Background: an optimization exercise with open tools, aiming at small area, a short achievable clock period and few clock cycles per item. Do not read the settings as production practice. Function was checked by simulation only, so behaviour that the tests miss may differ from the original.

==> flow/design.v <==
module fq_muldiv32 (
    input  wire        clk,
    input  wire        rst,
    input  wire        in_valid,
    output wire        in_ready,
    input  wire [2:0]  fn,
    input  wire [31:0] a,
    input  wire [31:0] b,
    output reg         out_valid,
    output reg  [31:0] out_result
);
    reg        s_mul, s_divb, s_div, rdy, first;
    reg [32:0] X;           
    reg [33:0] Y;           
    reg [33:0] R;           
    reg [31:0] L;           
    reg [4:0]  cnt;         
    reg [2:0]  mtot;        
    reg        hi;          
    reg        want_rem, dsgn, dneg;
    reg        o_mul, o_div, o_hi, o_rem, o_neg;
    reg [2:0]  o_mtot;
    assign in_ready = rdy;
    wire accept = in_valid & rdy;
    wire last   = (cnt == 5'd1);
    wire a_sx = (fn == 3'd1) | (fn == 3'd3);
    wire b_sx = (fn == 3'd0) | (fn == 3'd1);
    wire e_b  = b_sx & b[31];
    wire f1 = (b[31:7]  == {25{e_b}});
    wire f2 = (b[31:15] == {17{e_b}});
    wire f3 = (b[31:23] == {9{e_b}});
    wire f4 = (b[31] == e_b);
    wire [2:0] m_in = f1 ? 3'd1 : f2 ? 3'd2 : f3 ? 3'd3 : f4 ? 3'd4 : 3'd5;
    wire [8:0] yd = Y[8:0];
    wire [3:0] bneg, bone, btwo;
    wire [33:0] ppx [0:3];
    genvar j;
    generate
        for (j = 0; j < 4; j = j + 1) begin : g_booth
            wire [2:0] t = yd[2*j+2:2*j];
            assign bone[j] = t[1] ^ t[0];
            assign btwo[j] = (t[2] ^ t[1]) & ~(t[1] ^ t[0]);
            assign bneg[j] = t[2] & ~(t[1] & t[0]);
            wire [33:0] sel = ({34{bone[j]}} & {X[32], X}) | ({34{btwo[j]}} & {X, 1'b0});
            assign ppx[j] = sel ^ {34{bneg[j]}};
        end
    endgenerate
    wire [33:0] acc = first ? 34'd0 : R;
    wire [41:0] sum = {{8{acc[33]}}, acc}
                    + {{8{ppx[0][33]}}, ppx[0]}
                    + {{6{ppx[1][33]}}, ppx[1], 2'b0}
                    + {{4{ppx[2][33]}}, ppx[2], 4'b0}
                    + {{2{ppx[3][33]}}, ppx[3], 6'b0}
                    + {35'd0, bneg[3], 1'b0, bneg[2], 1'b0, bneg[1], 1'b0, bneg[0]};
    function [5:0] clz32(input [31:0] v);
        reg [1:0] c2 [0:15];
        reg [2:0] c4 [0:7];
        reg [3:0] c8 [0:3];
        reg [4:0] c16 [0:1];
        reg [15:0] z2;
        reg [7:0] z4;
        reg [3:0] z8;
        reg [1:0] z16;
        integer i;
        begin
            for (i = 0; i < 16; i = i + 1) begin
                z2[i] = ~(v[2*i+1] | v[2*i]);
                c2[i] = {1'b0, ~v[2*i+1]};
            end
            for (i = 0; i < 8; i = i + 1) begin
                z4[i] = z2[2*i+1] & z2[2*i];
                c4[i] = z2[2*i+1] ? {2'b01, c2[2*i][0]} : {1'b0, c2[2*i+1]};
            end
            for (i = 0; i < 4; i = i + 1) begin
                z8[i] = z4[2*i+1] & z4[2*i];
                c8[i] = z4[2*i+1] ? {2'b01, c4[2*i][1:0]} : {1'b0, c4[2*i+1]};
            end
            for (i = 0; i < 2; i = i + 1) begin
                z16[i] = z8[2*i+1] & z8[2*i];
                c16[i] = z8[2*i+1] ? {2'b01, c8[2*i][2:0]} : {1'b0, c8[2*i+1]};
            end
            if (z16[1] & z16[0])
                clz32 = 6'd32;
            else
                clz32 = z16[1] ? {2'b01, c16[0][3:0]} : {1'b0, c16[1]};
        end
    endfunction
    wire [31:0] da = X[31:0];
    wire [31:0] db = Y[32:1];
    wire        an = dsgn & da[31];
    wire        bn = dsgn & db[31];
    wire [31:0] aa = an ? (~da + 32'd1) : da;
    wire [31:0] ab = bn ? (~db + 32'd1) : db;
    wire [5:0]  lza = clz32(aa);
    wire [5:0]  lzb = clz32(ab);
    wire        bz  = (db == 32'd0);
    wire        fin = bz | (lza > lzb);        
    wire [5:0]  tsh = 6'd31 + lza - lzb;        
    wire [4:0]  sh  = {tsh[4:1], 1'b0};
    wire [63:0] ash = {32'd0, aa} << sh;
    wire [4:0]  kdiv = 5'd16 - {1'b0, sh[4:1]};
    wire [31:0] d   = X[31:0];
    wire [32:0] rs1 = {R[31:0], L[31]};
    wire [33:0] t1  = {1'b0, rs1} - {2'b0, d};
    wire        q1  = ~t1[33];
    wire [31:0] r1  = q1 ? t1[31:0] : rs1[31:0];
    wire [32:0] rs2 = {r1, L[30]};
    wire [33:0] t2  = {1'b0, rs2} - {2'b0, d};
    wire        q2  = ~t2[33];
    wire [31:0] r2  = q2 ? t2[31:0] : rs2[31:0];
    reg [31:0] mul_res;
    always @(*) begin
        if (!o_hi) begin
            case (o_mtot)
                3'd1:    mul_res = {R[23:0], L[31:24]};
                3'd2:    mul_res = {R[15:0], L[31:16]};
                3'd3:    mul_res = {R[7:0], L[31:8]};
                default: mul_res = L;
            endcase
        end else begin
            case (o_mtot)
                3'd1:    mul_res = {{22{R[33]}}, R[33:24]};
                3'd2:    mul_res = {{14{R[33]}}, R[33:16]};
                3'd3:    mul_res = {{6{R[33]}}, R[33:8]};
                3'd4:    mul_res = R[31:0];
                default: mul_res = {R[23:0], L[31:24]};
            endcase
        end
    end
    wire [31:0] dv      = o_rem ? R[31:0] : L;
    wire [31:0] div_res = o_neg ? (~dv + 32'd1) : dv;
    always @(posedge clk) begin
        if (rst) begin
            s_mul     <= 1'b0;
            s_divb    <= 1'b0;
            s_div     <= 1'b0;
            rdy       <= 1'b1;
            o_mul     <= 1'b0;
            o_div     <= 1'b0;
            out_valid <= 1'b0;
        end else begin
            out_valid <= o_mul | o_div;
            o_mul     <= s_mul & last;
            o_div     <= (s_div & last) | (s_divb & fin);
            if (s_mul & last)  s_mul  <= 1'b0;
            if (s_divb)        s_divb <= 1'b0;
            if (s_divb & !fin) s_div  <= 1'b1;
            if (s_div & last)  s_div  <= 1'b0;
            if (accept) begin
                s_mul  <= ~fn[2];
                s_divb <= fn[2];
            end
            if (accept)
                rdy <= ~fn[2] & (m_in == 3'd1);
            else if ((s_mul | s_div) & !last)
                rdy <= (cnt == 5'd2);
            else if (s_divb)
                rdy <= fin | (kdiv == 5'd1);
            else
                rdy <= 1'b1;
        end
    end
    always @(posedge clk) begin
        if (o_mul)
            out_result <= mul_res;
        else if (o_div)
            out_result <= div_res;
        if (s_mul & last) begin
            o_mtot <= mtot;
            o_hi   <= hi;
        end
        if ((s_div & last) | s_divb) begin
            o_rem <= want_rem;
            o_neg <= s_divb ? (want_rem ? an : (an ^ bn) & !bz) : dneg;
        end
        first <= accept;
        if (accept) begin
            X        <= {a_sx & a[31], a};
            Y        <= {e_b, b, 1'b0};
            cnt      <= {2'b00, m_in};
            mtot     <= m_in;
            hi       <= (fn[1:0] != 2'd0);
            want_rem <= fn[1];
            dsgn     <= ~fn[0];
        end else if (s_mul) begin
            Y   <= {{8{Y[33]}}, Y[33:8]};
            cnt <= cnt - 5'd1;
        end else if (s_divb) begin
            X    <= {1'b0, ab};
            cnt  <= kdiv;
            dneg <= want_rem ? an : (an ^ bn);
        end else if (s_div) begin
            cnt <= cnt - 5'd1;
        end
        if (s_mul) begin
            R <= sum[41:8];
            L <= {sum[7:0], L[31:8]};
        end else if (s_divb) begin
            R <= {2'b00, fin ? aa : ash[63:32]};
            L <= fin ? {32{bz}} : ash[31:0];
        end else if (s_div) begin
            R <= {2'b00, r2};
            L <= {L[29:0], q1, q2};
        end
    end
endmodule
==> flow/run.sh <==
#!/bin/bash
# synth_recipe.tcl (not shown) runs the flow's synth.tcl, then flattens the netlist and writes it again
# the make line also repeats each setting of config.mk as NAME=value (left out here)
make -C /OpenROAD-flow-scripts/flow DESIGN_CONFIG=/design/flow/config.mk WORK_HOME=/design/flow/orfs CLKGATE_MAP_FILE= SYNTH_SCRIPT=/design/flow/synth_recipe.tcl finish
==> flow/config.mk <==
export PLATFORM = sky130hd
export DESIGN_NAME = fq_muldiv32
export DESIGN_NICKNAME = fq_muldiv32
export VERILOG_FILES = /design/flow/design.v
export SDC_FILE = /design/flow/constraint.sdc
export NUM_CORES = 4
export LEC_CHECK = 0
export CAP_MARGIN = 20
export CORE_MARGIN = 2
export CORE_UTILIZATION = 40
export SLEW_MARGIN = 20
==> flow/constraint.sdc <==
create_clock -name core_clock -period 15.0 [get_ports {clk}]
set_input_delay 3.0000 -clock core_clock [delete_from_list [all_inputs] [get_ports {clk}]]
set_output_delay 3.0000 -clock core_clock [all_outputs]
set_load 0.01 [all_outputs]
==> flow_metrics.py, run 1 <==
metrics = {
    "synthesis": {
        "synth_warnings": 9,
        "ys.flop_type": "edfxtp_1",
        "syn_nets": 4189,
        "yosysUniqueCellTypes": 87,
        "synth-seq-cells": 191,
        "syn_area_per_cell_um2": 7.581,
        "synth_edf_count": 180,
        "synth-seq-area-share_pct": 19.32,
        "synthCells": 3840,
        "async_reset_ff_share_pct": 0,
        "netlist_area_um2": 29110,
    },
    "finish": {
        "stdcell_area_um2": 31490,
        "layout.nets": 4109,
        "multiInputGateArea_um2": 21470,
        "layout-drive-gt1-share_pct": 5.407,
        "num-fill-cells": 7313,
        "area_delta_synth_final_pct": 8.184,
        "seq_area_um2": 5632,
    },
    "drt": {
        "met2_length_mm": 49.40,
        "drt-met1-wl_mm": 49.74,
        "wl_met3_mm": 12.47,
        "wl_mm": 116.3,
        "drt_iter0_drc": 3757,
        "remaining_drc_errors": 0,
        "via_count": 29250,
        "drt-wirelength-per-cell_um": 24.62,
        "vias_per_cell": 6.190,
        "drtAntennaViolNets": 0,
        "dr.pass1.iters": 6,
        "top_layer_used": "met5",
    },
    "clock_tree": {
        "clkSlewWorstSetupHoldPaths_ns": 0.09,
        "cts-resized-gates": 0,
        "numCtsBuffers": 17,
        "cts_tree": "done",
        "cts_hold_buf": 0,
        "clock-sinks": 191,
        "h-tree-depth": 4,
        "cts.path.max_buffers": 2,
        "clock_latency_ns": 0.51,
        "post_cts_buffers": 0,
        "root_buffer": "clkbuf_16",
    },
    "worst_setup_path": {
        "worstSetupPathType": "register to register",
        "cpMostUsedCell": "o21ai_0",
        "worstSetupStartpointType": "register",
        "critPathCaptureType": "register",
        "worstPathRequired_ns": 15.34,
        "cp.arrival_ns": 8.55,
        "path_delay_family": "compound AO/OA/AOI/OAI gates",
        "path_buf_inv": 2,
        "crit_fanout": 15,
        "critPathMaxStageDelay_ns": 0.95,
        "crit_slowest_cell": "o311ai_0",
        "cp_cell_sequence": "buf_4 -> inv_1 -> ha_1 -> nor2b_1 -> a41oi_1 -> xnor2_1 -> nand3_1 -> nor2_1 -> and4_1 -> o21ai_0 -> a211oi_1 -> ha_1 -> nor2b_1 -> o21a_1 -> o21bai_1 -> a21oi_1 -> nor2_1 -> nand2_1 -> o311ai_0 -> o21ai_0 -> o21ai_0",
    },
    "worst_hold_path": {
        "hold_class": "register to register",
    },
    "grt": {
        "grt_usage_pct": 30.66,
        "grt_max_degree": 91,
        "antenna_found_initial": 1,
        "grt_pass1_vias": 26880,
        "grt-ovfl-total": 0,
        "grt_pass1_wl_mm": 174.1,
    },
    "floorplan": {
        "dieHeight_um": 273.8,
        "row_count": 98,
        "die_area_um2": 74950,
        "io_pins": 104,
        "core_area_um2": 71730,
        "die_x_um": 273.8,
        "initial_core_util_pct": 40.58,
    },
    "timing": {
        "finalSetupViolCount": 0,
        "hold_viol": 0,
        "fin_skew_ns": 0.02094,
        "worst_slew_margin_rel_pct": 19.51,
        "rsz0062_at_grt": "false",
        "period_share_pct": 54.73,
        "hold_ws_ns": 0.4261,
        "maxSlewViolCount": 0,
        "fmax_mhz": 121.8,
        "fin_crit_ns": 8.210,
        "setup_tns_ns": 0,
        "fin_ws_ns": 6.790,
        "worst_slew_pin_slew_ns": 1.203,
    },
    "place": {
        "port_buffers": 103,
        "gp_congestion": 0.9999,
        "dp_hpwl_mm": 89.07,
        "dp_slack_ns": 7.064,
        "placed_area_um2": 30870,
    },
    "job": {
        "cap_viol_max_count": 0,
    },
    "outcome": {
        "status": "timing/DRC/antenna clean",
    },
}
## state kept, by name (all words and copies together), names as in the netlist
| name | cells |
|---|---|
| o_div | 1 |
| dneg | 1 |
| o_mtot | 3 |
| s_divb | 1 |
| want_rem | 1 |
| s_mul | 1 |
| cnt | 5 |
| dsgn | 1 |
| mtot | 3 |
| o_rem | 1 |
| out_result | 32 |
| out_valid | 1 |
| s_div | 1 |
| hi | 1 |
| o_neg | 1 |
| X | 33 |
| o_hi | 1 |
| first | 1 |
| rdy | 1 |
| R | 34 |
| Y | 34 |
| L | 32 |
| o_mul | 1 |
## kinds of logic (layout without fill, tap and decap cells)
kind of cell,Yosys count,after routing,share of synthesized area (%)
and+or+nand+nor,1222,1222,18.65
AOI/OAI and AO/OA,1115,1115,24.17
buffers and inverters,550,483,7.165
xor gates and xnor gates,322,322,9.765
adders and majority gates,279,279,14.85
DFF,191,191,19.32
muxes,161,161,6.073
other,0,2,0
## worst register-to-register path, stage by stage, from the launching register on
cell      delay, ns
edfxtp_1       0.36
buf_4          0.21
inv_1          0.25
ha_1           0.30
nor2b_1        0.62
a41oi_1        0.33
xnor2_1        0.77
nand3_1        0.24
nor2_1         0.19
and4_1         0.21
o21ai_0        0.09
a211oi_1       0.44
ha_1           0.34
nor2b_1        0.14
o21a_1         0.16
o21bai_1       0.16
a21oi_1        0.22
nor2_1         0.69
nand2_1        0.50
o311ai_0       0.95
o21ai_0        0.57
o21ai_0        0.29
## layout by cell type (no fill, tap or decap), types with 103 or more instances in the layout
| cell | synthesis | routed |
|---|---|---|
| o21ai_0 | 363 | 363 |
| nor2_1 | 314 | 311 |
| inv_1 | 274 | 274 |
| xnor2_1 | 202 | 199 |
| xor2_1 | 117 | 116 |
| clkdlybuf4s50_1 | 0 | 103 |
| ha_1 | 168 | 167 |
| fa_1 | 111 | 110 |
| edfxtp_1 | 180 | 180 |
| nand2_1 | 530 | 529 |
| a21oi_1 | 256 | 256 |
| mux2i_1 | 111 | 111 |
## Yosys cell counts (all sizes together) (12+ instances only)
| master | n | share of area, % |
|---|---|---|
| xor2 | 117 | 3.5 |
| nand2 | 530 | 6.8 |
| nand2b | 37 | 0.80 |
| o21a | 12 | 0.31 |
| a21boi | 14 | 0.36 |
| or3 | 25 | 0.54 |
| a221oi | 21 | 0.63 |
| o21ai | 374 | 6.4 |
| mux2i | 112 | 3.9 |
| ha | 168 | 7.2 |
| a211oi | 37 | 0.95 |
| o22ai | 39 | 0.84 |
| fa | 111 | 7.6 |
| o211ai | 21 | 0.54 |
| and3 | 14 | 0.30 |
| nor3 | 69 | 1.2 |
| clkbuf | 233 | 3.0 |
| a22oi | 29 | 0.75 |
| or2 | 13 | 0.28 |
| and2 | 13 | 0.28 |
| a21oi | 256 | 4.4 |
| inv | 277 | 3.6 |
| mux2 | 42 | 1.6 |
| nand4 | 30 | 0.64 |
| nand3 | 75 | 1.3 |
| edfxtp | 180 | 19 |
| nor2b | 48 | 1.0 |
| nor2 | 314 | 4.0 |
| xnor2 | 205 | 6.2 |
| nor4 | 21 | 0.52 |
| nor3b | 12 | 0.31 |
| o221ai | 36 | 1.1 |
| a31oi | 32 | 0.69 |
| buf | 37 | 0.55 |
| a21o | 68 | 1.8 |
| o31ai | 41 | 1.2 |
## metrics by stage
step	utilization [%]	std cells
CTS	43.87	4723
floorplan	-	3840
finish	43.90	4725
detailed placement	43.03	4691
global placement	43.03	4691
global route	43.90	4723
## cell type report
class | instances | share of cell area (%)
multi-input combinational | 3099 | 68.18
sequential | 191 | 17.88
timing repair buffer | 171 | 4.895
tap | 950 | 3.774
inverter | 280 | 3.337
clock buffer | 19 | 1.375
clock inverter | 13 | 0.5403
antenna | 2 | 0.01589
## metal layers
| layer | vias up | track usage (%) |
|---|---|---|
| met5 | - | 0 |
| met2 | 1753 | 46.01 |
| met4 | 2 | 11.29 |
| met1 | 13850 | 43.25 |
| met3 | 232 | 6.193 |
| li1 | 13410 | - |
## path summary, 6_finish.rpt
path | from | endpoint | slack [ns] | depth (start not counted)
worst min register to register | hi$_DFFE_PP_ | o_hi$_DFFE_PP_ | 0.43 | 0
worst max-delay path | X[1]$_DFFE_PP_ | L[1]$_DFFE_PP_ | 6.79 | 21
worst min-delay path | hi$_DFFE_PP_ | o_hi$_DFFE_PP_ | 0.43 | 0
worst max register to register | X[1]$_DFFE_PP_ | L[1]$_DFFE_PP_ | 6.79 | 21
Testbench counts, summed over its fixed seeds: cycles 42,752, items 12,000.
==> run 2, diff against run 1 <==
--- a/flow/design.v
+++ b/flow/design.v
@@ -31,16 +31,21 @@
     wire f3 = (b[31:23] == {9{e_b}});
     wire f4 = (b[31] == e_b);
     wire [2:0] m_in = f1 ? 3'd1 : f2 ? 3'd2 : f3 ? 3'd3 : f4 ? 3'd4 : 3'd5;
-    wire [8:0] yd = Y[8:0];
-    wire [3:0] bneg, bone, btwo;
+    reg  [3:0] bneg, bone, btwo;
+    wire [8:0] yd_n = accept ? {b[7:0], 1'b0} : Y[16:8];
+    reg  [3:0] bneg_n, bone_n, btwo_n;
+    integer k;
+    always @(*) begin
+        for (k = 0; k < 4; k = k + 1) begin
+            bone_n[k] = yd_n[2*k+1] ^ yd_n[2*k];
+            btwo_n[k] = (yd_n[2*k+2] ^ yd_n[2*k+1]) & ~(yd_n[2*k+1] ^ yd_n[2*k]);
+            bneg_n[k] = yd_n[2*k+2] & ~(yd_n[2*k+1] & yd_n[2*k]);
+        end
+    end
     wire [33:0] ppx [0:3];
     genvar j;
     generate
         for (j = 0; j < 4; j = j + 1) begin : g_booth
-            wire [2:0] t = yd[2*j+2:2*j];
-            assign bone[j] = t[1] ^ t[0];
-            assign btwo[j] = (t[2] ^ t[1]) & ~(t[1] ^ t[0]);
-            assign bneg[j] = t[2] & ~(t[1] & t[0]);
             wire [33:0] sel = ({34{bone[j]}} & {X[32], X}) | ({34{btwo[j]}} & {X, 1'b0});
             assign ppx[j] = sel ^ {34{bneg[j]}};
         end
@@ -91,12 +96,12 @@
     wire        bn = dsgn & db[31];
     wire [31:0] aa = an ? (~da + 32'd1) : da;
     wire [31:0] ab = bn ? (~db + 32'd1) : db;
-    wire [5:0]  lza = clz32(aa);
-    wire [5:0]  lzb = clz32(ab);
+    wire [5:0]  lza = clz32(da ^ {32{an}});
+    wire [5:0]  lzb = clz32(db ^ {32{bn}});
     wire        bz  = (db == 32'd0);
-    wire        fin = bz | (lza > lzb);        
-    wire [5:0]  tsh = 6'd31 + lza - lzb;        
-    wire [4:0]  sh  = {tsh[4:1], 1'b0};
+    wire [6:0]  tsh = 7'd31 + {1'b0, lza} - {6'd0, an} - {1'b0, lzb};    
+    wire        fin = bz | (tsh[6:5] == 2'b01);   
+    wire [4:0]  sh  = tsh[6] ? 5'd0 : {tsh[4:1], 1'b0};
     wire [63:0] ash = {32'd0, aa} << sh;
     wire [4:0]  kdiv = 5'd16 - {1'b0, sh[4:1]};
     wire [31:0] d   = X[31:0];
@@ -161,10 +166,7 @@
         end
     end
     always @(posedge clk) begin
-        if (o_mul)
-            out_result <= mul_res;
-        else if (o_div)
-            out_result <= div_res;
+        out_result <= o_mul ? mul_res : div_res;
         if (s_mul & last) begin
             o_mtot <= mtot;
             o_hi   <= hi;
@@ -174,16 +176,18 @@
             o_neg <= s_divb ? (want_rem ? an : (an ^ bn) & !bz) : dneg;
         end
         first <= accept;
+        Y     <= accept ? {e_b, b, 1'b0} : {{8{Y[33]}}, Y[33:8]};
+        bneg  <= bneg_n;
+        bone  <= bone_n;
+        btwo  <= btwo_n;
         if (accept) begin
             X        <= {a_sx & a[31], a};
-            Y        <= {e_b, b, 1'b0};
             cnt      <= {2'b00, m_in};
             mtot     <= m_in;
             hi       <= (fn[1:0] != 2'd0);
             want_rem <= fn[1];
             dsgn     <= ~fn[0];
         end else if (s_mul) begin
-            Y   <= {{8{Y[33]}}, Y[33:8]};
             cnt <= cnt - 5'd1;
         end else if (s_divb) begin
             X    <= {1'b0, ab};
@@ -198,7 +202,7 @@
         end else if (s_divb) begin
             R <= {2'b00, fin ? aa : ash[63:32]};
             L <= fin ? {32{bz}} : ash[31:0];
-        end else if (s_div) begin
+        end else begin
             R <= {2'b00, r2};
             L <= {L[29:0], q1, q2};
         end
--- a/flow/config.mk
+++ b/flow/config.mk
@@ -5,7 +5,7 @@
 export SDC_FILE = /design/flow/constraint.sdc
 export NUM_CORES = 4
 export LEC_CHECK = 0
-export CAP_MARGIN = 20
+export CAP_MARGIN = 70
 export CORE_MARGIN = 2
 export CORE_UTILIZATION = 40
-export SLEW_MARGIN = 20
+export SLEW_MARGIN = 70
==> run 2 against run 1 <==
Setup slack better by 0.98 ns. Cell area is 1.1% lower. Critical path depth is 6 higher. Via count is 4.2% lower. Critical endpoint is now R[20]$_DFF_P_.
==> flow_metrics.py, run 2 <==
metrics = {
    "timing": {
        "worst_slew_pin_slew_ns": 0.5023,
        "fin_skew_ns": 0.01653,
        "period_share_pct": 48.23,
        "rsz0062_at_grt": "false",
        "hold_viol": 0,
        "fin_crit_ns": 7.234,
        "finalSetupViolCount": 0,
        "setup_tns_ns": 0,
        "worst_slew_margin_rel_pct": 66.21,
        "maxSlewViolCount": 0,
        "fmax_mhz": 138.2,
    },
    "outcome": {
        "status": "timing/DRC/antenna clean",
    },
    "grt": {
        "grt_pass1_vias": 26100,
        "grt_max_degree": 64,
        "grt-ovfl-total": 0,
        "grt_pass1_wl_mm": 162.2,
        "grt_usage_pct": 29.65,
        "antenna_found_initial": 3,
    },
    "place": {
        "port_buffers": 103,
        "dp_hpwl_mm": 82.61,
        "placed_area_um2": 30010,
        "dpl.cell_count": 4452,
        "gp_congestion": 0.9983,
    },
    "clock_tree": {
        "h-tree-depth": 1,
        "cts-resized-gates": 0,
        "cts_hold_buf": 0,
        "cts_tree": "done",
        "numCtsBuffers": 26,
        "post_cts_buffers": 0,
        "cts.path.max_buffers": 3,
        "root_buffer": "clkbuf_16",
        "clock_latency_ns": 0.58,
        "clkSlewWorstSetupHoldPaths_ns": 0.07,
        "clock-sinks": 202,
    },
    "floorplan": {
        "row_count": 96,
        "initial_core_util_pct": 40.21,
        "io_pins": 104,
        "die_x_um": 266.1,
        "dieHeight_um": 266.1,
        "die_area_um2": 70820,
        "core_area_um2": 68350,
    },
    "synthesis": {
        "synth_area_leaders": "dfxtp_1 11%, fa_1 8.2%, xnor2_1 8.1%",
        "synth_top_area_share_pct": 11.07,
        "yosysUniqueCellTypes": 98,
        "ys_top_cells_by_count": "335 x nand2_1, 293 x nor2_1, 270 x a21oi_1",
        "synth_edf_count": 50,
        "synth.largest_area_cell": "dfxtp_1",
        "synth-seq-area-share_pct": 16.54,
        "syn_nets": 3984,
        "ys.flop_type": "dfxtp_1",
        "async_reset_ff_share_pct": 0,
        "synth-seq-cells": 202,
        "netlist_area_um2": 27480,
        "synthCells": 3633,
        "synth_most_common_cell": "nand2_1",
        "synth_warnings": 9,
        "syn_area_per_cell_um2": 7.564,
    },
    "worst_hold_path": {
        "hold_class": "register to register",
        "holdPathEnd": "o_mtot[2]$_DFFE_PP_",
        "hold_path_depth": 0,
        "hold_start": "mtot[2]$_DFFE_PP_",
    },
    "finish": {
        "top_regs": "R x34, X x33, Y x33",
        "fin_cells": 4504,
        "antenna_cells": 0,
        "num-fill-cells": 6846,
        "layout.nets": 3953,
        "area_delta_synth_final_pct": 13.34,
        "seq_area_um2": 4611,
        "largest-register": "R",
        "stdcell_area_um2": 31150,
        "layout-drive-gt1-share_pct": 11.32,
        "multiInputGateArea_um2": 21450,
        "layout_commonest_cell": "nand2_1",
        "layout_common_cells": "328 x nand2_1, 282 x nor2_1, 268 x a21oi_1",
        "largest_reg_flops": 34,
    },
    "drt": {
        "vias_per_cell": 6.224,
        "wl_mm": 107.9,
        "drtAntennaViolNets": 0,
        "drt-wirelength-per-cell_um": 23.96,
        "dr.pass1.iters": 6,
        "via_count": 28030,
        "remaining_drc_errors": 0,
        "drt_iter0_drc": 3669,
    },
    "worst_setup_path": {
        "r2r_cells": 27,
        "worstSetupPathType": "register to register",
        "critPathCaptureType": "register",
        "reg2reg_slack_ns": 7.77,
        "critPathMaxStageDelay_ns": 0.53,
        "rr_startpoint": "X[3]$_DFFE_PP_",
        "rr_endpoint": "R[20]$_DFF_P_",
        "worstSetupStartpointType": "register",
        "worstPathRequired_ns": 15.47,
        "crit_fanout": 25,
        "cp.arrival_ns": 7.71,
        "crit_slowest_cell": "edfxtp_1",
    },
    "job": {
        "cap_viol_max_count": 0,
    },
}
## run 2: metrics by stage
| step | util, % | hold slack (ns) | worst slack (ns) |
|---|---|---|---|
| final | 45.58 | 0.4181 | 7.766 |
| after detailed placement | 43.91 | 0.4066 | 7.803 |
| after global placement | 42.47 | 0.4054 | 7.481 |
| after floorplan | - | 0.4003 | 9.188 |
| after CTS | 45.20 | 0.4205 | 7.767 |
| after global routing | 45.58 | 0.4306 | 7.340 |
## run 2: logic make-up (layout without fill, tap and decap cells)
group,count (synthesis),after routing,synth area share [%]
xor+xnor,320,320,10.20
fa+ha+maj,281,281,15.85
flops,202,202,16.54
mux,163,163,6.201
buf+inv,541,530,7.672
simple gates,991,991,16.79
compound gates,1135,1135,26.75
## run 2: worst max-delay path: cells and delay by family (launching register included)
kind,cells,cell delay (ns)
and+or+nand+nor,5,1.20
buffers and inverters,5,1.36
AOI/OAI and AO/OA,14,3.05
muxes,1,0.40
DFF,1,0.53
adders and majority gates,2,0.59
## run 2: area by class of cell
type	count	area share, %
Clock buffer	30	2.233
Tap cell	882	3.543
Clock inverter	18	0.6065
Sequential cell	202	14.80
Inverter	261	3.181
Multi-Input combinational cell	2890	68.86
Timing Repair Buffer	221	6.772
## run 2: worst max path at each step
stage              startpoint       endpoint  cells after the start
3_3_place_gp   X[8]$_DFFE_PP_  R[19]$_DFF_P_                     25
2_1_floorplan  X[1]$_DFFE_PP_   R[1]$_DFF_P_                     27
6_report       X[3]$_DFFE_PP_  R[20]$_DFF_P_                     27
5_1_grt        X[3]$_DFFE_PP_   R[1]$_DFF_P_                     27
3_5_place_dp   X[3]$_DFFE_PP_  R[20]$_DFF_P_                     27
4_1_cts        X[3]$_DFFE_PP_  R[20]$_DFF_P_                     27
## run 2: layer usage
metal  up-vias  track usage (%)  part of all wire, %
met5         -                0                0.013
met4         2            15.26                  5.9
met3       339            4.362                  8.5
met2      1544            46.47                   44
met1     13270            39.59                   42
li1      12880                -                    -
Testbench counts of run 2, summed over its fixed seeds: cycles 43,211, items 12,000.
==> run 3, diff against run 2 <==
--- a/flow/config.mk
+++ b/flow/config.mk
@@ -5,7 +5,7 @@
 export SDC_FILE = /design/flow/constraint.sdc
 export NUM_CORES = 4
 export LEC_CHECK = 0
-export CAP_MARGIN = 70
+export CAP_MARGIN = 20
 export CORE_MARGIN = 2
 export CORE_UTILIZATION = 40
-export SLEW_MARGIN = 70
+export SLEW_MARGIN = 20
==> run 3 against run 2 <==
Synthesized cell count did not move. Critical path type unchanged. Still clean on timing, DRC and antenna. First-iteration DRC count is 8.9% lower. Critical path depth is 2 lower. Critical endpoint is now R[19]$_DFF_P_. Fmax shrank 7.6%.
==> flow_metrics.py, run 3 <==
metrics = {
    "timing": {
        "period_share_pct": 52.17,
        "fin_skew_ns": 0.02243,
        "fin_ws_ns": 7.174,
        "hold_ws_ns": 0.4182,
        "hold_viol": 0,
        "worst_slew_margin_rel_pct": 29.68,
        "maxSlewViolCount": 0,
        "fin_crit_ns": 7.826,
        "worst_slew_pin_slew_ns": 1.046,
        "fmax_mhz": 127.8,
        "setup_tns_ns": 0,
        "rsz0062_at_grt": "false",
        "finalSetupViolCount": 0,
    },
    "place": {
        "dpl.cell_count": 4405,
        "placed_area_um2": 29030,
        "gp_congestion": 0.9983,
        "port_buffers": 103,
        "dp_slack_ns": 7.400,
        "dp_hpwl_mm": 81.03,
    },
    "worst_setup_path": {
        "rr_endpoint": "R[19]$_DFF_P_",
        "r2r_cells": 25,
        "path_buf_inv": 3,
        "crit_fanout": 20,
        "crit_slowest_cell": "edfxtp_1",
        "worstSetupStartpointType": "register",
        "setup.worst_path.end": "R[19]$_DFF_P_",
        "reg2reg_slack_ns": 7.17,
        "rr_startpoint": "X[2]$_DFFE_PP_",
        "crit_cells": 25,
        "critPathMaxStageDelay_ns": 0.74,
        "path_delay_family": "compound AO/OA/AOI/OAI gates",
        "critPathCaptureType": "register",
        "worstSetupPathType": "register to register",
        "worstSetupStartpoint": "X[2]$_DFFE_PP_",
        "cpMostUsedCell": "a21oi_1",
        "worstPathRequired_ns": 15.47,
        "cp.arrival_ns": 8.29,
    },
    "grt": {
        "grt_pass1_wl_mm": 160.9,
        "grt-ovfl-total": 0,
        "grt_pass1_vias": 25620,
        "grt_max_degree": 91,
        "grt_usage_pct": 29.42,
        "antenna_found_initial": 3,
    },
    "drt": {
        "via_count": 27720,
        "drtAntennaViolNets": 0,
        "wl_mm": 107.5,
        "drt-wirelength-per-cell_um": 24.14,
        "dr.pass1.iters": 6,
        "remaining_drc_errors": 0,
        "vias_per_cell": 6.224,
        "drt_iter0_drc": 3342,
    },
    "synthesis": {
        "syn_area_per_cell_um2": 7.564,
        "yosysUniqueCellTypes": 98,
        "async_reset_ff_share_pct": 0,
        "synth-seq-area-share_pct": 16.54,
        "synth_warnings": 9,
        "synth_edf_count": 50,
        "synth-seq-cells": 202,
        "ys.flop_type": "dfxtp_1",
        "synth_most_common_cell": "nand2_1",
        "synthCells": 3633,
        "synth_area_leaders": "dfxtp_1 11%, fa_1 8.2%, xnor2_1 8.1%",
        "ys_top_cells_by_count": "335 x nand2_1, 293 x nor2_1, 270 x a21oi_1",
        "synth.largest_area_cell": "dfxtp_1",
        "synth_top_area_share_pct": 11.07,
        "netlist_area_um2": 27480,
        "syn_nets": 3984,
    },
    "clock_tree": {
        "clkSlewWorstSetupHoldPaths_ns": 0.07,
        "h-tree-depth": 1,
        "numCtsBuffers": 26,
        "clock_latency_ns": 0.58,
        "cts.path.max_buffers": 3,
        "cts_hold_buf": 0,
        "post_cts_buffers": 0,
        "cts-resized-gates": 0,
        "clock-sinks": 202,
        "cts_tree": "done",
        "root_buffer": "clkbuf_16",
    },
    "finish": {
        "layout_common_cells": "334 x nand2_1, 290 x nor2_1, 270 x a21oi_1",
        "area_delta_synth_final_pct": 9.261,
        "layout.nets": 3902,
        "top_regs": "R x34, X x33, Y x33",
        "stdcell_area_um2": 30030,
        "final_core_util_pct": 43.93,
        "largest-register": "R",
        "fin_cells": 4453,
        "layout-drive-gt1-share_pct": 6.497,
        "antenna_cells": 0,
        "largest_reg_flops": 34,
        "num-fill-cells": 6955,
        "layout_commonest_cell": "nand2_1",
        "seq_area_um2": 4562,
        "multiInputGateArea_um2": 20850,
    },
    "job": {
        "cap_viol_max_count": 0,
    },
    "floorplan": {
        "initial_core_util_pct": 40.21,
        "dieHeight_um": 266.1,
        "row_count": 96,
        "die_area_um2": 70820,
        "core_area_um2": 68350,
        "io_pins": 104,
        "die_x_um": 266.1,
    },
    "worst_hold_path": {
        "hold_class": "register to register",
        "hold_path_depth": 0,
    },
    "outcome": {
        "status": "timing/DRC/antenna clean",
    },
}
run 3: worst min-delay path by stage:
| stage | from | to | slack, ns |
|---|---|---|---|
| floorplan | hi$_DFFE_PP_ | o_hi$_DFFE_PP_ | 0.40 |
| global placement | mtot[1]$_DFFE_PP_ | o_mtot[1]$_DFFE_PP_ | 0.41 |
| detailed placement | mtot[2]$_DFFE_PP_ | o_mtot[2]$_DFFE_PP_ | 0.41 |
| CTS | mtot[2]$_DFFE_PP_ | o_mtot[2]$_DFFE_PP_ | 0.42 |
| global route | mtot[1]$_DFFE_PP_ | o_mtot[1]$_DFFE_PP_ | 0.43 |
| finish | mtot[2]$_DFFE_PP_ | o_mtot[2]$_DFFE_PP_ | 0.42 |
run 3: routing by layer:
metal  part of all wire, %  global-route usage, %  up-vias
li1                      -                      -    12770
met1                    42                  39.40    13150
met2                    44                  46.31     1463
met3                   8.4                  4.362      324
met4                   5.7                  14.32        2
met5                 0.010                      0        -
run 3: logic make-up (layout without fill, tap and decap cells):
family / Yosys count / in the layout / share of synthesized area [%]
compound gates: 1135 / 1135 / 26.75
simple gates: 991 / 991 / 16.79
buf+inv: 541 / 479 / 7.672
xor+xnor: 320 / 320 / 10.20
fa+ha+maj: 281 / 281 / 15.85
flops: 202 / 202 / 16.54
mux: 163 / 163 / 6.201
run 3: cell type report:
cell class	instances	share of cell area, %
clock inverter	16	0.9126
tap	882	3.675
multi-input combinational	2890	69.43
sequential	202	15.19
inverter	261	3.263
clock buffer	32	2.413
timing repair buffer	170	5.109
==> run 4, diff against run 3 <==
--- a/flow/design.v
+++ b/flow/design.v
@@ -23,16 +23,34 @@
     assign in_ready = rdy;
     wire accept = in_valid & rdy;
     wire last   = (cnt == 5'd1);
-    wire a_sx = (fn == 3'd1) | (fn == 3'd3);
+    wire a_sx = (fn == 3'd0) | (fn == 3'd1) | (fn == 3'd3);
     wire b_sx = (fn == 3'd0) | (fn == 3'd1);
+    wire e_a  = a_sx & a[31];
     wire e_b  = b_sx & b[31];
     wire f1 = (b[31:7]  == {25{e_b}});
     wire f2 = (b[31:15] == {17{e_b}});
     wire f3 = (b[31:23] == {9{e_b}});
     wire f4 = (b[31] == e_b);
-    wire [2:0] m_in = f1 ? 3'd1 : f2 ? 3'd2 : f3 ? 3'd3 : f4 ? 3'd4 : 3'd5;
+    wire g1 = (a[31:7]  == {25{e_a}});
+    wire g2 = (a[31:15] == {17{e_a}});
+    wire swap = ~fn[2] & ((g1 & ~f1) | (g2 & ~f2));
+    wire [2:0] m_in = swap ? (g1 ? 3'd1 : 3'd2) :
+                      f1 ? 3'd1 : f2 ? 3'd2 : f3 ? 3'd3 : f4 ? 3'd4 : 3'd5;
+    wire [32:0] mx_in = swap ? {e_b, b} : {e_a, a};
+    wire [32:0] my_in = swap ? {e_a, a} : {e_b, b};
+    wire [31:0] a1 = a ^ {32{~fn[0] & a[31]}};
+    wire [31:0] b1 = b ^ {32{~fn[0] & b[31]}};
+    wire bz_in = (b == 32'd0);
+    wire fq_in = bz_in |
+                 ((a1[31:3]  == 29'd0) & (b1[31:4]  != 28'd0)) |
+                 ((a1[31:7]  == 25'd0) & (b1[31:8]  != 24'd0)) |
+                 ((a1[31:11] == 21'd0) & (b1[31:12] != 20'd0)) |
+                 ((a1[31:15] == 17'd0) & (b1[31:16] != 16'd0)) |
+                 ((a1[31:19] == 13'd0) & (b1[31:20] != 12'd0)) |
+                 ((a1[31:23] == 9'd0)  & (b1[31:24] != 8'd0))  |
+                 ((a1[31:27] == 5'd0)  & (b1[31:28] != 4'd0));
     reg  [3:0] bneg, bone, btwo;
-    wire [8:0] yd_n = accept ? {b[7:0], 1'b0} : Y[16:8];
+    wire [8:0] yd_n = accept ? {my_in[7:0], 1'b0} : Y[16:8];
     reg  [3:0] bneg_n, bone_n, btwo_n;
     integer k;
     always @(*) begin
@@ -156,7 +174,7 @@
                 s_divb <= fn[2];
             end
             if (accept)
-                rdy <= ~fn[2] & (m_in == 3'd1);
+                rdy <= fn[2] ? fq_in : (m_in == 3'd1);
             else if ((s_mul | s_div) & !last)
                 rdy <= (cnt == 5'd2);
             else if (s_divb)
@@ -176,12 +194,12 @@
             o_neg <= s_divb ? (want_rem ? an : (an ^ bn) & !bz) : dneg;
         end
         first <= accept;
-        Y     <= accept ? {e_b, b, 1'b0} : {{8{Y[33]}}, Y[33:8]};
+        Y     <= accept ? {my_in, 1'b0} : {{8{Y[33]}}, Y[33:8]};
         bneg  <= bneg_n;
         bone  <= bone_n;
         btwo  <= btwo_n;
         if (accept) begin
-            X        <= {a_sx & a[31], a};
+            X        <= mx_in;
             cnt      <= {2'b00, m_in};
             mtot     <= m_in;
             hi       <= (fn[1:0] != 2'd0);
==> flow/config.mk (replaced) <==
export PLATFORM = sky130hd
export DESIGN_NAME = fq_muldiv32
export DESIGN_NICKNAME = fq_muldiv32
export VERILOG_FILES = /design/flow/design.v
export SDC_FILE = /design/flow/constraint.sdc
export NUM_CORES = 4
export LEC_CHECK = 0
export CAP_MARGIN = 70
export CORE_MARGIN = 2
export CORE_UTILIZATION = 60
export SLEW_MARGIN = 70
==> run 4 against run 3 <==
Cell area rose by 8.3%. Clock skew is 0.0071 ns higher. Cell count shrank 1.3%. Count of clock-buffer cells in the layout increased by 4. First-iteration DRC count rose by 47%. Fmax is 0.80% higher. Non-clock buffer count is 68 higher. Highest routed layer unchanged.
==> flow_metrics.py, run 4 <==
metrics = {
    "drt": {
        "via_count": 31060,
        "wl_mm": 118.2,
        "vias_per_cell": 7.069,
        "drt-wirelength-per-cell_um": 26.90,
        "dr.pass1.iters": 9,
        "drtAntennaViolNets": 0,
        "remaining_drc_errors": 0,
        "drt_iter0_drc": 4915,
    },
    "worst_setup_path": {
        "rr_endpoint": "R[17]$_DFF_P_",
        "r2r_cells": 29,
        "critPathCaptureType": "register",
        "worstSetupStartpointType": "register",
        "worstSetupStartpoint": "dsgn$_DFFE_PP_",
        "path_buf_inv": 7,
        "reg2reg_slack_ns": 7.24,
        "cp.arrival_ns": 8.28,
        "path_delay_family": "compound AO/OA/AOI/OAI gates",
        "crit_slowest_cell": "fa_1",
        "crit_fanout": 38,
        "rr_startpoint": "dsgn$_DFFE_PP_",
        "worstPathRequired_ns": 15.51,
        "critPathMaxStageDelay_ns": 0.78,
        "worstSetupPathType": "register to register",
    },
    "synthesis": {
        "synth_area_leaders": "dfxtp_1 11%, xnor2_1 8.2%, fa_1 7.8%",
        "synthCells": 3794,
        "synth-seq-area-share_pct": 15.87,
        "synth_most_common_cell": "nor2_1",
        "synth_top_area_share_pct": 10.62,
        "syn_nets": 4145,
        "yosysUniqueCellTypes": 88,
        "syn_area_per_cell_um2": 7.549,
        "synth_edf_count": 50,
        "synth_warnings": 9,
        "ys.flop_type": "dfxtp_1",
        "synth.largest_area_cell": "dfxtp_1",
        "netlist_area_um2": 28640,
        "async_reset_ff_share_pct": 0,
        "ys_top_cells_by_count": "321 x nor2_1, 301 x a21oi_1, 277 x nand2_1",
        "synth-seq-cells": 202,
    },
    "floorplan": {
        "initial_core_util_pct": 60.37,
        "die_x_um": 222.5,
        "io_pins": 104,
        "row_count": 80,
        "die_area_um2": 49500,
        "dieHeight_um": 222.5,
        "core_area_um2": 47450,
    },
    "place": {
        "dp_hpwl_mm": 90.58,
        "dpl.cell_count": 4326,
        "placed_area_um2": 30960,
        "port_buffers": 103,
        "gp_congestion": 1.131,
    },
    "finish": {
        "area_delta_synth_final_pct": 13.55,
        "layout_commonest_cell": "nor2_1",
        "layout-drive-gt1-share_pct": 12.36,
        "num-fill-cells": 4030,
        "largest_reg_flops": 34,
        "multiInputGateArea_um2": 22940,
        "largest-register": "R",
        "stdcell_area_um2": 32520,
        "layout_common_cells": "303 x nor2_1, 294 x a21oi_1, 270 x inv_1",
        "fin_cells": 4394,
        "layout.nets": 4109,
        "seq_area_um2": 4603,
        "final_core_util_pct": 68.55,
        "top_regs": "R x34, X x33, Y x33",
    },
    "timing": {
        "rsz0062_at_grt": "false",
        "fin_crit_ns": 7.764,
        "fin_skew_ns": 0.02957,
        "hold_viol": 0,
        "finalSetupViolCount": 0,
        "setup_tns_ns": 0,
        "period_share_pct": 51.76,
        "fmax_mhz": 128.8,
        "maxSlewViolCount": 0,
        "worst_slew_pin_slew_ns": 0.5416,
        "worst_slew_margin_rel_pct": 63.65,
    },
    "worst_hold_path": {
        "hold_path_depth": 0,
        "holdPathEnd": "o_mtot[0]$_DFFE_PP_",
        "hold_start": "mtot[0]$_DFFE_PP_",
        "hold_class": "register to register",
    },
    "job": {
        "cap_viol_max_count": 0,
    },
    "clock_tree": {
        "cts_tree": "done",
        "clock_latency_ns": 0.59,
        "root_buffer": "clkbuf_16",
        "cts.path.max_buffers": 3,
        "cts_hold_buf": 0,
        "clock-sinks": 202,
        "h-tree-depth": 1,
        "post_cts_buffers": 0,
        "clkSlewWorstSetupHoldPaths_ns": 0.06,
        "numCtsBuffers": 26,
        "cts-resized-gates": 0,
    },
    "grt": {
        "grt_usage_pct": 46.09,
        "grt_pass1_wl_mm": 177.3,
        "grt-ovfl-total": 0,
        "grt_max_degree": 68,
        "grt_pass1_vias": 29290,
        "antenna_found_initial": 4,
    },
    "outcome": {
        "status": "timing/DRC/antenna clean",
    },
}
## run 4: changes by cell type in the layout (fill, tap and decap cells not counted), moves of 17 or more
cell,delta
dfxtp_2,+33
o21ai_0,-25
dfxtp_1,-33
xor2_1,-17
a21oi_1,+24
xnor2_2,+25
buf_2,+26
o31ai_1,-24
nand2_1,-68
mux2i_1,+39
## run 4: metal layers
layer / wire (um) / GRT usage, %
met2: 50210 / 70.45
met5: 31 / 0
met3: 15170 / 12.09
met4: 9750 / 30.16
met1: 43040 / 57.43
## run 4: kinds of logic after synthesis
kind of cell | after synthesis | share of synthesized area [%]
multiplexers | 221 | 8.012
AND/OR/NAND/NOR | 1006 | 16.57
adder cells (fa/ha/maj) | 281 | 15.21
flip-flops | 202 | 15.87
AO/OA/AOI/OAI | 1190 | 26.92
XOR/XNOR | 317 | 9.694
buffers and inverters | 577 | 7.719
## run 4: worst max-delay path by stage
| stage | end | slack, ns | depth (start not counted) |
|---|---|---|---|
| floorplan | R[10]$_DFF_P_ | 8.58 | 26 |
| finish | R[17]$_DFF_P_ | 7.24 | 29 |
| global placement | R[18]$_DFF_P_ | 6.31 | 26 |
| CTS | R[17]$_DFF_P_ | 7.71 | 28 |
| detailed placement | R[17]$_DFF_P_ | 7.74 | 28 |
| global route | R[17]$_DFF_P_ | 6.95 | 28 |
## run 4: final cells by class
class                           instances  share of cell area (%)
Clock inverter                         12                  0.4886
Inverter                              275                   3.193
Antenna cell                            1                0.007694
Sequential cell                       202                   14.15
Timing Repair Buffer                  238                   6.721
Clock buffer                           36                   2.531
Tap cell                              615                   2.366
Multi-Input combinational cell       3015                   70.54
## run 4: stage by stage
| step | setup slack [ns] | hold WS (ns) |
|---|---|---|
| after CTS | 7.708 | 0.4192 |
| final | 7.236 | 0.4171 |
| after detailed placement | 7.741 | 0.4054 |
| after floorplan | 8.581 | 0.4003 |
| after global placement | 6.308 | 0.4099 |
| after global routing | 6.954 | 0.4265 |
Testbench counts of run 4, summed over its fixed seeds: cycles 39,819, items 12,000.
==> run 5, diff against run 4 <==
==> flow/flow/run.sh (new file) <==
#!/bin/bash
# Standard layout, with the timing repair steps asked to leave extra setup slack.
set -euo pipefail
export SETUP_SLACK_MARGIN=10
bash standard.sh > standard_flow.log 2>&1
==> flow/standard.sh (new file) <==
#!/bin/bash
# synth_recipe.tcl (not shown) runs the flow's synth.tcl, then flattens the netlist and writes it again
# the make line also repeats each setting of config.mk as NAME=value (left out here)
make -C /OpenROAD-flow-scripts/flow DESIGN_CONFIG=/design/flow/config.mk WORK_HOME=/design/flow/orfs CLKGATE_MAP_FILE= SYNTH_SCRIPT=/design/flow/synth_recipe.tcl "${@:-finish}"
--- a/flow/config.mk
+++ b/flow/config.mk
@@ -7,5 +7,5 @@
 export LEC_CHECK = 0
 export CAP_MARGIN = 70
 export CORE_MARGIN = 2
-export CORE_UTILIZATION = 60
+export CORE_UTILIZATION = 40
 export SLEW_MARGIN = 70
removed: flow/run.sh
==> run 5 against run 4 <==
Cell area grew 19%. Hold slack gained 0.0052 ns. Critical endpoint is now L[31]$_DFF_P_. Core utilization shrank 14 points. Synthesized cell count is the same. Critical path depth grew 1. Critical path type unchanged. Setup slack gained 1.9 ns. Count of clock-buffer cells in the layout grew 1. Cell count grew 15%. Fmax grew 32%. Still clean on timing, DRC and antenna.
==> flow_metrics.py, run 5 <==
metrics = {
    "synthesis": {
        "synth_top_area_share_pct": 10.62,
        "yosysUniqueCellTypes": 88,
        "async_reset_ff_share_pct": 0,
        "synth.largest_area_cell": "dfxtp_1",
        "synth_warnings": 9,
        "synth_most_common_cell": "nor2_1",
        "netlist_area_um2": 28640,
        "ys.flop_type": "dfxtp_1",
        "syn_nets": 4145,
        "syn_area_per_cell_um2": 7.549,
        "ys_top_cells_by_count": "321 x nor2_1, 301 x a21oi_1, 277 x nand2_1",
        "synthCells": 3794,
        "synth_area_leaders": "dfxtp_1 11%, xnor2_1 8.2%, fa_1 7.8%",
        "synth-seq-cells": 202,
        "synth-seq-area-share_pct": 15.87,
        "synth_edf_count": 50,
    },
    "timing": {
        "worst_slew_pin_slew_ns": 0.5238,
        "period_share_pct": 39.35,
        "fin_skew_ns": 0.02302,
        "fmax_mhz": 169.4,
        "worst_slew_margin_rel_pct": 64.83,
        "fin_crit_ns": 5.903,
        "rsz0062_at_grt": "true",
        "finalSetupViolCount": 0,
        "maxSlewViolCount": 0,
        "setup_tns_ns": 0,
        "hold_viol": 0,
    },
    "floorplan": {
        "core_area_um2": 71240,
        "initial_core_util_pct": 40.20,
        "io_pins": 104,
        "die_x_um": 271.6,
        "dieHeight_um": 271.6,
        "die_area_um2": 73760,
        "row_count": 98,
    },
    "worst_setup_path": {
        "rr_endpoint": "L[31]$_DFF_P_",
        "worstSetupPathType": "register to register",
        "critPathMaxStageDelay_ns": 0.60,
        "critPathCaptureType": "register",
        "path_delay_family": "compound AO/OA/AOI/OAI gates",
        "r2r_cells": 30,
        "crit_fanout": 5,
        "worstPathRequired_ns": 15.45,
        "reg2reg_slack_ns": 9.10,
        "worstSetupStartpointType": "register",
        "cp.arrival_ns": 6.35,
        "rr_startpoint": "dsgn$_DFFE_PP_",
        "path_buf_inv": 8,
        "crit_slowest_cell": "fa_2",
    },
    "finish": {
        "area_delta_synth_final_pct": 35.67,
        "final_core_util_pct": 54.55,
        "largest_reg_flops": 34,
        "top_regs": "R x34, X x33, Y x33",
        "layout.nets": 4411,
        "layout_common_cells": "291 x buf_4, 282 x nor2_1, 253 x a21oi_1",
        "layout-drive-gt1-share_pct": 28.12,
        "largest-register": "R",
        "layout_commonest_cell": "buf_4",
    },
    "grt": {
        "grt_usage_pct": 33.81,
        "met1_usage_pct": 42.07,
        "antenna_found_initial": 6,
        "gr-usage-met2_pct": 54.65,
        "grt_max_degree": 67,
        "grt_pass1_vias": 29210,
        "grt_busiest_layer": "met2",
        "grt_use_met3_pct": 6.006,
        "grt-ovfl-total": 0,
        "grt_pass1_wl_mm": 190.4,
    },
    "worst_hold_path": {
        "hold_class": "register to register",
        "hold_path_depth": 0,
        "hold_start": "mtot[2]$_DFFE_PP_",
        "holdPathEnd": "o_mtot[2]$_DFFE_PP_",
    },
    "place": {
        "dp_hpwl_mm": 95.57,
        "gp_congestion": 1.030,
        "port_buffers": 103,
    },
    "clock_tree": {
        "cts_tree": "done",
        "numCtsBuffers": 27,
        "clock-sinks": 202,
        "clkSlewWorstSetupHoldPaths_ns": 0.06,
        "h-tree-depth": 1,
        "cts_hold_buf": 0,
        "root_buffer": "clkbuf_16",
        "clock_latency_ns": 0.59,
        "cts.path.max_buffers": 3,
    },
    "drt": {
        "via_count": 31930,
        "dr.pass1.iters": 7,
        "vias_per_cell": 6.344,
        "wl_mm": 134.1,
        "drtAntennaViolNets": 0,
        "remaining_drc_errors": 0,
        "drt_iter0_drc": 3903,
        "drt-wirelength-per-cell_um": 26.64,
    },
    "outcome": {
        "status": "timing/DRC/antenna clean",
    },
    "job": {
        "cap_viol_max_count": 0,
    },
}
-- run 5: cell counts after synthesis --
Identical to the previous run, type by type.
-- run 5: worst register-to-register path: cells and delay by family (launching register included) --
family          cells  cell delay [ns]
compound gates     12             2.48
fa+ha+maj           4             1.25
buf+inv             8             0.99
simple gates        6             0.66
flops               1             0.40
-- run 5: logic make-up (layout without fill, tap and decap cells) --
| logic type | Yosys count | count (layout) | share of synthesized area, % |
|---|---|---|---|
| AOI/OAI and AO/OA | 1190 | 1190 | 26.92 |
| and+or+nand+nor | 1006 | 1009 | 16.57 |
| buffers and inverters | 577 | 859 | 7.719 |
| xor gates and xnor gates | 317 | 317 | 9.694 |
| adders and majority gates | 281 | 281 | 15.21 |
| muxes | 221 | 221 | 8.012 |
| DFF | 202 | 202 | 15.87 |
| other | 0 | 4 | 0 |
-- run 5: stage by stage --
| stage | hold slack, ns | setup slack (ns) | area [um^2] | instances |
|---|---|---|---|---|
| after detailed placement | 0.4171 | 8.099 | 32090 | 4681 |
| final | 0.4223 | 9.097 | 38860 | 5033 |
| after global routing | 0.4430 | 9.043 | 38850 | 5029 |
| after CTS | 0.4173 | 9.216 | 35820 | 4881 |
| after floorplan | 0.4003 | 9.699 | 29420 | 3794 |
| after global placement | 0.4039 | 7.072 | 30790 | 4624 |
-- run 5: worst max path at each step --
stage / from / to / slack [ns] / cells past startpoint
after floorplan: b[16] / btwo[1]$_DFF_P_ / 9.70 / 10
after global routing: X[22]$_DFFE_PP_ / R[15]$_DFF_P_ / 9.04 / 27
final: dsgn$_DFFE_PP_ / L[31]$_DFF_P_ / 9.10 / 30
after global placement: X[31]$_DFFE_PP_ / R[16]$_DFF_P_ / 7.07 / 26
after CTS: dsgn$_DFFE_PP_ / R[5]$_DFF_P_ / 9.22 / 26
after detailed placement: dsgn$_DFFE_PP_ / R[16]$_DFF_P_ / 8.10 / 25
-- run 5: layout make-up --
cell class	count	area [um^2]
well taps	950	1189
clock buffers	37	805.8
clock inverters	11	76.32
diodes	4	10.01
fillers	6571	32380
repair buffers	536	5444
multi-input cells	3018	25520
inverters	275	1186
flip-flops and latches	202	4626
-- run 5: what timing repair did --
item,in CTS,in global routing
setup buffers,141,136
pin swaps,119,165
endpoints found under the setup margin,152,133
cloned,11,7
gates resized for setup,417,341
-- run 5: per-layer routing --
metal	vias to the layer above	routed length, um	part of all wire [%]
met5	-	26	0.019
met4	4	10840	8.1
met3	553	13010	9.7
met2	1965	59440	44
met1	15200	50780	38
li1	14200	-	-
==> run 6, diff against run 5 <==
==> flow/flow/run.sh (replaced) <==
#!/bin/bash
# Standard layout, with the timing repair steps asked to leave extra setup slack.
set -euo pipefail
export SETUP_SLACK_MARGIN=11.5
bash standard.sh > standard_flow.log 2>&1
==> run 6 against run 5 <==
Still clean. Setup slack better by 0.17 ns. Hold slack worse by 0.019 ns. Die area unchanged. Fmax up 2.9%. Largest cell class unchanged.
==> flow_metrics.py, run 6 <==
metrics = {
    "timing": {
        "worst_slew_margin_rel_pct": 63.96,
        "fmax_mhz": 174.3,
        "hold_ws_ns": 0.4032,
        "fin_ws_ns": 9.262,
        "hold_viol": 0,
        "fin_skew_ns": 0.03013,
        "rsz0062_at_grt": "true",
        "period_share_pct": 38.25,
        "fin_crit_ns": 5.738,
        "setup_tns_ns": 0,
        "worst_slew_pin_slew_ns": 0.5406,
        "maxSlewViolCount": 0,
        "finalSetupViolCount": 0,
    },
    "drt": {
        "drtAntennaViolNets": 0,
        "via_count": 32820,
        "dr.pass1.iters": 6,
        "remaining_drc_errors": 0,
        "drt_iter0_drc": 3856,
        "drt-wirelength-per-cell_um": 27.20,
        "vias_per_cell": 6.419,
        "wl_mm": 139.0,
    },
    "clock_tree": {
        "cts_tree": "done",
        "clock-sinks": 202,
        "root_buffer": "clkbuf_16",
        "clkSlewWorstSetupHoldPaths_ns": 0.07,
        "cts.path.max_buffers": 3,
        "numCtsBuffers": 27,
        "h-tree-depth": 1,
        "cts_hold_buf": 0,
        "clock_latency_ns": 0.60,
    },
    "synthesis": {
        "ys_top_cells_by_count": "321 x nor2_1, 301 x a21oi_1, 277 x nand2_1",
        "syn_nets": 4145,
        "synth_warnings": 9,
        "synth_edf_count": 50,
        "synth.largest_area_cell": "dfxtp_1",
        "ys.flop_type": "dfxtp_1",
        "synth_most_common_cell": "nor2_1",
        "synth-seq-cells": 202,
        "synth-seq-area-share_pct": 15.87,
        "synth_top_area_share_pct": 10.62,
        "yosysUniqueCellTypes": 88,
        "async_reset_ff_share_pct": 0,
        "netlist_area_um2": 28640,
        "synth_area_leaders": "dfxtp_1 11%, xnor2_1 8.2%, fa_1 7.8%",
        "synthCells": 3794,
        "syn_area_per_cell_um2": 7.549,
    },
    "finish": {
        "largest-register": "R",
        "layout_common_cells": "299 x buf_4, 279 x nor2_1, 235 x inv_1",
        "largest_reg_flops": 34,
        "num-fill-cells": 6201,
        "seq_area_um2": 4642,
        "top_regs": "R x34, X x33, Y x33",
        "multiInputGateArea_um2": 26710,
        "area_delta_synth_final_pct": 42.39,
        "fin_cells": 5112,
        "layout_commonest_cell": "buf_4",
        "layout.nets": 4490,
        "layout-drive-gt1-share_pct": 34.17,
    },
    "worst_setup_path": {
        "cp.arrival_ns": 6.26,
        "crit_fanout": 13,
        "worstSetupStartpointType": "register",
        "critPathCaptureType": "register",
        "worstSetupPathType": "register to register",
        "worstPathRequired_ns": 15.53,
    },
    "grt": {
        "grt_usage_pct": 35.29,
        "antenna_found_initial": 11,
        "grt-ovfl-total": 0,
        "grt_pass1_wl_mm": 199.0,
        "grt_pass1_vias": 30720,
        "grt_max_degree": 64,
    },
    "floorplan": {
        "die_x_um": 271.6,
        "die_area_um2": 73760,
        "dieHeight_um": 271.6,
        "io_pins": 104,
        "core_area_um2": 71240,
        "row_count": 98,
        "initial_core_util_pct": 40.20,
    },
    "place": {
        "port_buffers": 103,
        "dp_slack_ns": 8.165,
        "dpl.cell_count": 4683,
        "gp_congestion": 1.034,
        "dp_hpwl_mm": 93.27,
    },
    "job": {
        "cap_viol_max_count": 0,
    },
    "worst_hold_path": {
        "hold_class": "register to register",
    },
    "outcome": {
        "status": "timing/DRC/antenna clean",
    },
}
## run 6: layout make-up
class,count,share of cell area [%]
clock inverter,14,0.3068
multi-input combinational,3023,65.48
tap,950,2.915
timing repair buffer,610,15.05
clock buffer,35,1.878
sequential,202,11.38
inverter,275,2.967
antenna,3,0.01841
## run 6: logic make-up (layout without fill, tap and decap cells)
kind of cell	count (synthesis)	after routing	share of synthesized area, %
other	0	3	0
adders and majority gates	281	281	15.21
buffers and inverters	577	934	7.719
and+or+nand+nor	1006	1014	16.57
muxes	221	221	8.012
AOI/OAI and AO/OA	1190	1190	26.92
DFF	202	202	15.87
xor gates and xnor gates	317	317	9.694
## run 6: critical path: stages, from the launching register on
cell       delay (ns)
edfxtp_1         0.39
buf_4            0.20
inv_2            0.18
ha_4             0.24
o211ai_1         0.21
a21o_1           0.19
a211oi_4         0.09
o21ai_2          0.24
a21oi_2          0.10
o211ai_1         0.29
nand2_2          0.21
buf_12           0.19
buf_16           0.15
o311a_1          0.14
or2_2            0.33
ha_4             0.31
nand2_2          0.08
o21ai_1          0.25
o21bai_1         0.19
a31oi_2          0.14
a211oi_2         0.26
a311o_1          0.28
a211o_1          0.21
nor2_4           0.07
buf_6            0.13
buf_6            0.12
o311ai_1         0.31
a2bb2oi_1        0.19
## run 6: through the flow
step                util (%)  instance area (um^2)
finish                 57.24                 40780
global route           57.23                 40770
CTS                    53.45                 38080
detailed placement     45.19                 32190
global placement       43.64                 31090
floorplan                  -                 30000
## run 6: final timing paths
| kind | startpoint | slack (ns) | cells after the start | to |
|---|---|---|---|---|
| min reg2reg | mtot[2]$_DFFE_PP_ | 0.40 | 0 | o_mtot[2]$_DFFE_PP_ |
| min | mtot[2]$_DFFE_PP_ | 0.40 | 0 | o_mtot[2]$_DFFE_PP_ |
| max reg2reg | X[2]$_DFFE_PP_ | 9.26 | 27 | R[28]$_DFF_P_ |
| max | X[2]$_DFFE_PP_ | 9.26 | 27 | R[28]$_DFF_P_ |
## run 6: timing repair
action,in CTS,in global routing
resized for setup,850,355
setup endpoints to repair,247,201
gates cloned,30,3
hold endpoints to repair,0,0
setup buffers,235,103
pin swaps,230,189
## run 6: routing by layer
metal	up-vias	part of all wire [%]	track usage (%)
met5	-	0.040	0
met4	8	9.2	23.87
met3	666	10	7.979
met2	2150	43	54.99
met1	15650	37	43.47
li1	14340	-	-

[afterwards: timing with drivers on the ports]
Ports are ideal in the flow. The routed layouts listed here were re-timed in OpenROAD. Step 1 (the two cells are an assumption about what drives the block):
set clk [get_ports {clk}]
set_driving_cell -lib_cell sky130_fd_sc_hd__clkbuf_16 $clk
set_driving_cell -lib_cell sky130_fd_sc_hd__buf_2 [delete_from_list [all_inputs] $clk]
Step 2 also shifts input and output timing later by t, the mid clock arrival at the registers, as if the neighbouring blocks saw the same clock. Slacks: ideal / step 1 / step 2; pairs: ideal / step 1.
run	t (ns)	slack for setup (ns)	cell pins on the clock port's net
run 1	0.565	6.790 / 6.790 / 6.790	1
run 2	0.638	7.766 / 7.766 / 7.766	1
run 3	0.635	7.174 / 7.174 / 7.174	1
run 4	0.635	7.236 / 7.236 / 7.236	1
run 5	0.649	9.097 / 9.097 / 8.843	1
run 6	0.653	9.262 / 9.262 / 8.858	1
After both steps every run listed still meets setup and hold. The setup slack of run 6, which loses most, moves by 0.000 ns with the drivers and by -0.404 ns with both steps.
